What follows belongs to an exercise in optimizing a design on an open flow for small area, a short achievable clock period and few clock cycles; a production flow would make more cautious choices.
RTL that was checked went through simulation tests only; none was proved equivalent to the original.
Power figures rest on the tool's default switching activity, not on a simulated workload.

## the reference run
Design mxenc, start of the top module:
module mxenc (
    input  wire         clk,
    input  wire         rst,           
    input  wire         in_valid,
    output wire         in_ready,
    input  wire [31:0]  in_data,       
    input  wire [3:0]   in_fmt,        
    input  wire [3:0]   in_ctl,        
    output reg          out_valid,
    input  wire         out_ready,
    output reg  [7:0]   out_scale,
    output wire [255:0] out_data,
    output reg  [3:0]   out_flags,     
    output reg          out_err        
);
Size: roughly 2100 cells after synthesis, roughly 870 flip-flops, roughly 29000 µm² of cells after synthesis.
==> module mx_enc_align, before the edit <==
module mx_enc_align (
    input  wire [6:0]  dl,
    input  wire [7:0]  m,
    input  wire [2:0]  fsel,
    input  wire [9:0]  r,
    output wire [9:0]  d,
    output wire [7:0]  pre,
    output wire        g,
    output wire        st
);
    reg [2:0] mb;
    always @(*) begin
        case (fsel)
            3'd0: mb = 3'd3;
            3'd1: mb = 3'd2;
            3'd2: mb = 3'd2;
            3'd3: mb = 3'd3;
            3'd4: mb = 3'd1;
            default: mb = 3'd6;
        endcase
    end
    assign d = r - {{3{dl[6]}}, dl};
    wire       dneg = d[9];
    wire [3:0] dn   = 4'd0 - d[3:0];
    wire [3:0] rs   = !dneg ? 4'd0 : (d[9:3] != 7'h7F) ? 4'd8 : dn;
    wire [4:0] t0   = {2'b0, 3'd0 - mb} + {1'b0, rs};
    wire [3:0] t    = (t0 > 5'd10) ? 4'd10 : t0[3:0];
    wire [18:0] w = {1'b1, m, 10'b0} >> t;
    wire [7:0]  n = w[17:10];
    assign g  = w[9];
    assign st = |w[8:0];
    wire [4:0] eb1  = d[4:0] + 5'd1;
    wire [7:0] mask = ~(8'hFF << mb);
    assign pre = dneg ? n : ((({3'b0, eb1}) << mb) | (n & mask));
endmodule
==> flow/config.mk <==
export PLATFORM = sky130hd
export DESIGN_NAME = mxenc
export DESIGN_NICKNAME = mxenc
export VERILOG_FILES = /design/flow/design.v
export SDC_FILE = /design/flow/constraint.sdc
export NUM_CORES = 8
export LEC_CHECK = 0
export CAP_MARGIN = 20
export CORE_MARGIN = 2
export CORE_UTILIZATION = 55
export CTS_BUF_LIST = sky130_fd_sc_hd__clkbuf_8
export CTS_CLUSTER_DIAMETER = 50
export CTS_CLUSTER_SIZE = 16
export PLACE_DENSITY = 0.65
export SLEW_MARGIN = 20
export SYNTH_HIERARCHICAL = 0
==> flow/constraint.sdc <==
create_clock -name core_clock -period 24.0 [get_ports {clk}]
set_input_delay 4.8000 -clock core_clock [delete_from_list [all_inputs] [get_ports {clk}]]
set_output_delay 4.8000 -clock core_clock [all_outputs]
set_load 0.01 [all_outputs]
standard.sh (not shown) runs the stock make flow with config.mk's settings and CLKGATE_MAP_FILE= SYNTH_SCRIPT=/design/flow/synth_recipe.tcl, a recipe that flattens the netlist after the stock synthesis.
==> flow/flow/run.sh <==
#!/bin/bash
# The standard layout, with the port buffers built from plain buffers
# (buf_2) instead of the cell buffer_ports picks by itself.
set -euo pipefail
export BUFFER_PORTS_ARGS="-buffer_cell sky130_fd_sc_hd__buf_2"
bash standard.sh > standard.log 2>&1
Testbench counts of the reference run, summed over its fixed seeds: cycles 12,576.
Here is what was changed in the inputs of the trial run compared with the reference run.
==> flow/design.v, changed modules only <==
module mx_enc_align (
    input  wire [6:0]  dl,
    input  wire [7:0]  m,
    input  wire [2:0]  fsel,
    input  wire [9:0]  r,
    output wire [9:0]  d,
    output wire [7:0]  pre,
    output wire        g,
    output wire        st
);
    reg [2:0] mb;
    always @(*) begin
        case (fsel)
            3'd0: mb = 3'd3;
            3'd1: mb = 3'd2;
            3'd2: mb = 3'd2;
            3'd3: mb = 3'd3;
            3'd4: mb = 3'd1;
            default: mb = 3'd6;
        endcase
    end
    assign d = r - {{3{dl[6]}}, dl};
    wire       dneg = d[9];
    wire [3:0] dn   = 4'd0 - d[3:0];
    wire [3:0] rs   = !dneg ? 4'd0 : (d[9:3] != 7'h7F) ? 4'd8 : dn;
    wire [8:0] x0 = {1'b1, m};
    wire [8:0] x1 = rs[0] ? {1'b0, x0[8:1]} : x0;
    wire       s1 = rs[0] & x0[0];
    wire [8:0] x2 = rs[1] ? {2'b0, x1[8:2]} : x1;
    wire       s2 = s1 | (rs[1] & |x1[1:0]);
    wire [8:0] x3 = rs[2] ? {4'b0, x2[8:4]} : x2;
    wire       s3 = s2 | (rs[2] & |x2[3:0]);
    wire [8:0] y  = rs[3] ? 9'd0 : x3;
    wire       sy = rs[3] | s3;
    reg  [7:0] n;
    reg        gg, ss;
    always @(*) begin
        case (mb)
            3'd1: begin n = {1'b0, y[8:7]} ; gg = y[6]; ss = |y[5:0]; end
            3'd2: begin n = {5'b0, y[8:6]}; gg = y[5]; ss = |y[4:0]; end
            3'd3: begin n = {4'b0, y[8:5]}; gg = y[4]; ss = |y[3:0]; end
            default: begin n = {1'b0, y[8:2]}; gg = y[1]; ss = y[0]; end
        endcase
    end
    assign g  = gg;
    assign st = ss | sy;
    wire [4:0] eb1  = d[4:0] + 5'd1;
    wire [7:0] mask = ~(8'hFF << mb);
    assign pre = dneg ? n : ((({3'b0, eb1}) << mb) | (n & mask));
endmodule
## What came out
The trial run | status: complete | timing, DRC, antenna: pass. Total power of the final layout of the trial run falls short of that of the reference run by a few percent. Between the reference run and the trial run, the final cell count figures differ only marginally. When the trial run is measured against the reference run, its half-perimeter wire length after detailed placement turns out about 5% higher. Diff the reference run -> the trial run: routed wire length per instance saw an increase, gate count after technology mapping closely matched the old numbers, wire length higher.
Testbench counts of the trial run, summed over its fixed seeds: cycles 12,576.

========
== trial 49 ==
mxenc, a different RTL version from the one above (not shown whole).
Size: roughly 1100 flip-flops, ~320 I/O pins, about 0.033 mm2 of cells after synthesis.
make LEC_CHECK=0 CAP_MARGIN=50 CORE_MARGIN=2 CORE_UTILIZATION=55 CTS_BUF_LIST=sky130_fd_sc_hd__clkbuf_8 CTS_CLUSTER_DIAMETER=40 CTS_CLUSTER_SIZE=12 PLACE_DENSITY=0.65 SLEW_MARGIN=80 SYNTH_HIERARCHICAL=0 finish   # period 24.0 ns
run.sh (not shown) runs the stock make flow with config.mk's settings and CLKGATE_MAP_FILE= SYNTH_SCRIPT=/design/flow/synth_recipe.tcl, a recipe that flattens the netlist after the stock synthesis.
Stock flow here: none of the scripts above is used.
Inputs modified between trial 49 and build 45:
diff --git a/flow/design.v b/flow/design.v
--- a/flow/design.v
+++ b/flow/design.v
@@ -379,62 +379,67 @@
     wire [7:0] e_code;
     wire       e_of, e_uf, e_nx;
     mx_enc_round u_round (
         .s(d2_s), .cls(d2_cls), .pre(d2_pre), .g(d2_g), .st(d2_st),
         .fsel(r_fsel), .rtz(r_rtz), .nan_inf(r_naninf),
         .code(e_code), .f_of(e_of), .f_uf(e_uf), .f_nx(e_nx)
     );
     wire [7:0] code = r_zero ? 8'd0 : e_code;
     reg  [2:0] facc;                
     wire [2:0] fl_now = d2_first ? {e_of, e_uf, e_nx} : (facc | {e_of, e_uf, e_nx});
-    assign stall = out_valid && !out_ready;
-    reg [255:0] o;
-    assign out_data = o;
-    reg [5:0] acc;                  
+    reg [247:0] o;
+    reg [7:0]   t;
+    assign out_data = {t, o};
+    reg [7:0] acc;                  
     reg       emit;
     reg [7:0] byte_in;
     always @(*) begin
-        emit    = 1'b1;
-        byte_in = code;
         case (r_wsel)
-            2'd1: case (d2_idx)
-                2'd0: begin emit = 1'b0; byte_in = code; end
-                2'd1: byte_in = {code[1:0], acc[5:0]};
-                2'd2: byte_in = {code[3:0], acc[3:0]};
-                default: byte_in = {code[5:0], acc[1:0]};
-            endcase
+            2'd1: begin
+                emit = (d2_idx != 2'd0);
+                case (d2_idx)
+                    2'd1: byte_in = {code[1:0], acc[5:0]};
+                    2'd2: byte_in = {code[3:0], acc[3:0]};
+                    default: byte_in = {code[5:0], acc[1:0]};
+                endcase
+            end
             2'd2: begin
                 emit    = d2_idx[0];
                 byte_in = {code[3:0], acc[3:0]};
             end
-            default: ;
+            default: begin
+                emit    = !d2_first;
+                byte_in = acc;
+            end
         endcase
     end
+    assign stall = out_valid && d2_v && emit;
     wire take  = d2_v && !stall;
     wire shift = take && emit;
     always @(posedge clk) begin
         if (take) begin
             facc <= fl_now;
             case (r_wsel)
                 2'd1: case (d2_idx)
-                    2'd0: acc <= code[5:0];
-                    2'd1: acc <= {2'b0, code[5:2]};
-                    2'd2: acc <= {4'b0, code[5:4]};
+                    2'd0: acc <= {2'b0, code[5:0]};
+                    2'd1: acc <= {4'b0, code[5:2]};
+                    2'd2: acc <= {6'b0, code[5:4]};
                     default: ;
                 endcase
-                2'd2: acc <= {2'b0, code[3:0]};
-                default: ;
+                2'd2: acc <= {4'b0, code[3:0]};
+                default: acc <= code;
             endcase
+            if (d2_last) t <= (r_wsel == 2'd0) ? code : 8'd0;
         end
         if (shift) begin
-            o[247:0]   <= o[255:8];
-            o[255:248] <= (r_wsel == 2'd0) ? byte_in : 8'd0;
+            o[239:0]   <= o[247:8];
+            o[247:240] <= (r_wsel == 2'd0) ? byte_in : 8'd0;
             if (r_wsel == 2'd1) o[191:184] <= byte_in;
             if (r_wsel == 2'd2) o[127:120] <= byte_in;
         end
     end
     always @(posedge clk) begin
         if (rst) begin
             out_valid <= 1'b0;
         end else begin
             if (out_valid && out_ready) out_valid <= 1'b0;
             if (take && d2_last) begin
==> comparison <==
Comparing global placer's final weighted congestion for build 45 and trial 49, the smaller number came from trial 49. First-iteration DRC count | build 45 below trial 49. Trial 49 has higher via count of the first global-routing pass than build 45. Between trial 49 and build 45, the logic gate share of total power does not differ in any meaningful way. | flip-flop and latch count after synthesis | trial 49 vs build 45 | ≈ equal |. The full die area in build 45 sits 0.34% above the value recorded for trial 49. On sequential fraction of the synthesis area, build 45 tracks trial 49 almost exactly. Summary — total number of multi-input combinational cells, build 45 relative to trial 49: lower, by 45. Going from trial 49 to build 45, area of combinational cells with multiple inputs increased 310 um2, area growth from synthesis to layout up 0.73 points, internal power of the cells increased about 0.9%, number of clock sinks has remained practically unchanged, number of buffers and inverters on the critical path went down.
No functional check of the RTL was part of any run of this note.

==> port drivers added, routing unchanged <==
In the flow no input, the clock included, has a driving cell. The finished layouts below were timed again as built, in two steps.
Step 1 sets driving cells, clkbuf_16 on the clock port and buf_2 on the other inputs (assumed; they add their load-dependent delay and slew).
Step 2 moves the port delays by t, midway between the first and last clock arrival at a register: inputs arrive t later, outputs are due t later. That takes back most of the time a late clock gives input paths.
a / b / c = ideal ports / drivers / drivers and shift; a / b = the first two.
run | t (ns) | setup slack, ns | worst setup path after step 2
the reference run | 0.730 | 17.795 / 17.738 / 17.242 | input to register
the trial run | 0.720 | 17.795 / 17.740 / 17.396 | input to register
trial 49 | 0.782 | 17.247 / 17.237 / 16.455 | input to register
build 45 | 0.788 | 17.400 / 17.341 / 18.075 | input to register
After both steps every run listed still meets setup and hold. The setup slack of trial 49, which loses most, moves by -0.010 ns with the drivers and by -0.792 ns with both steps.
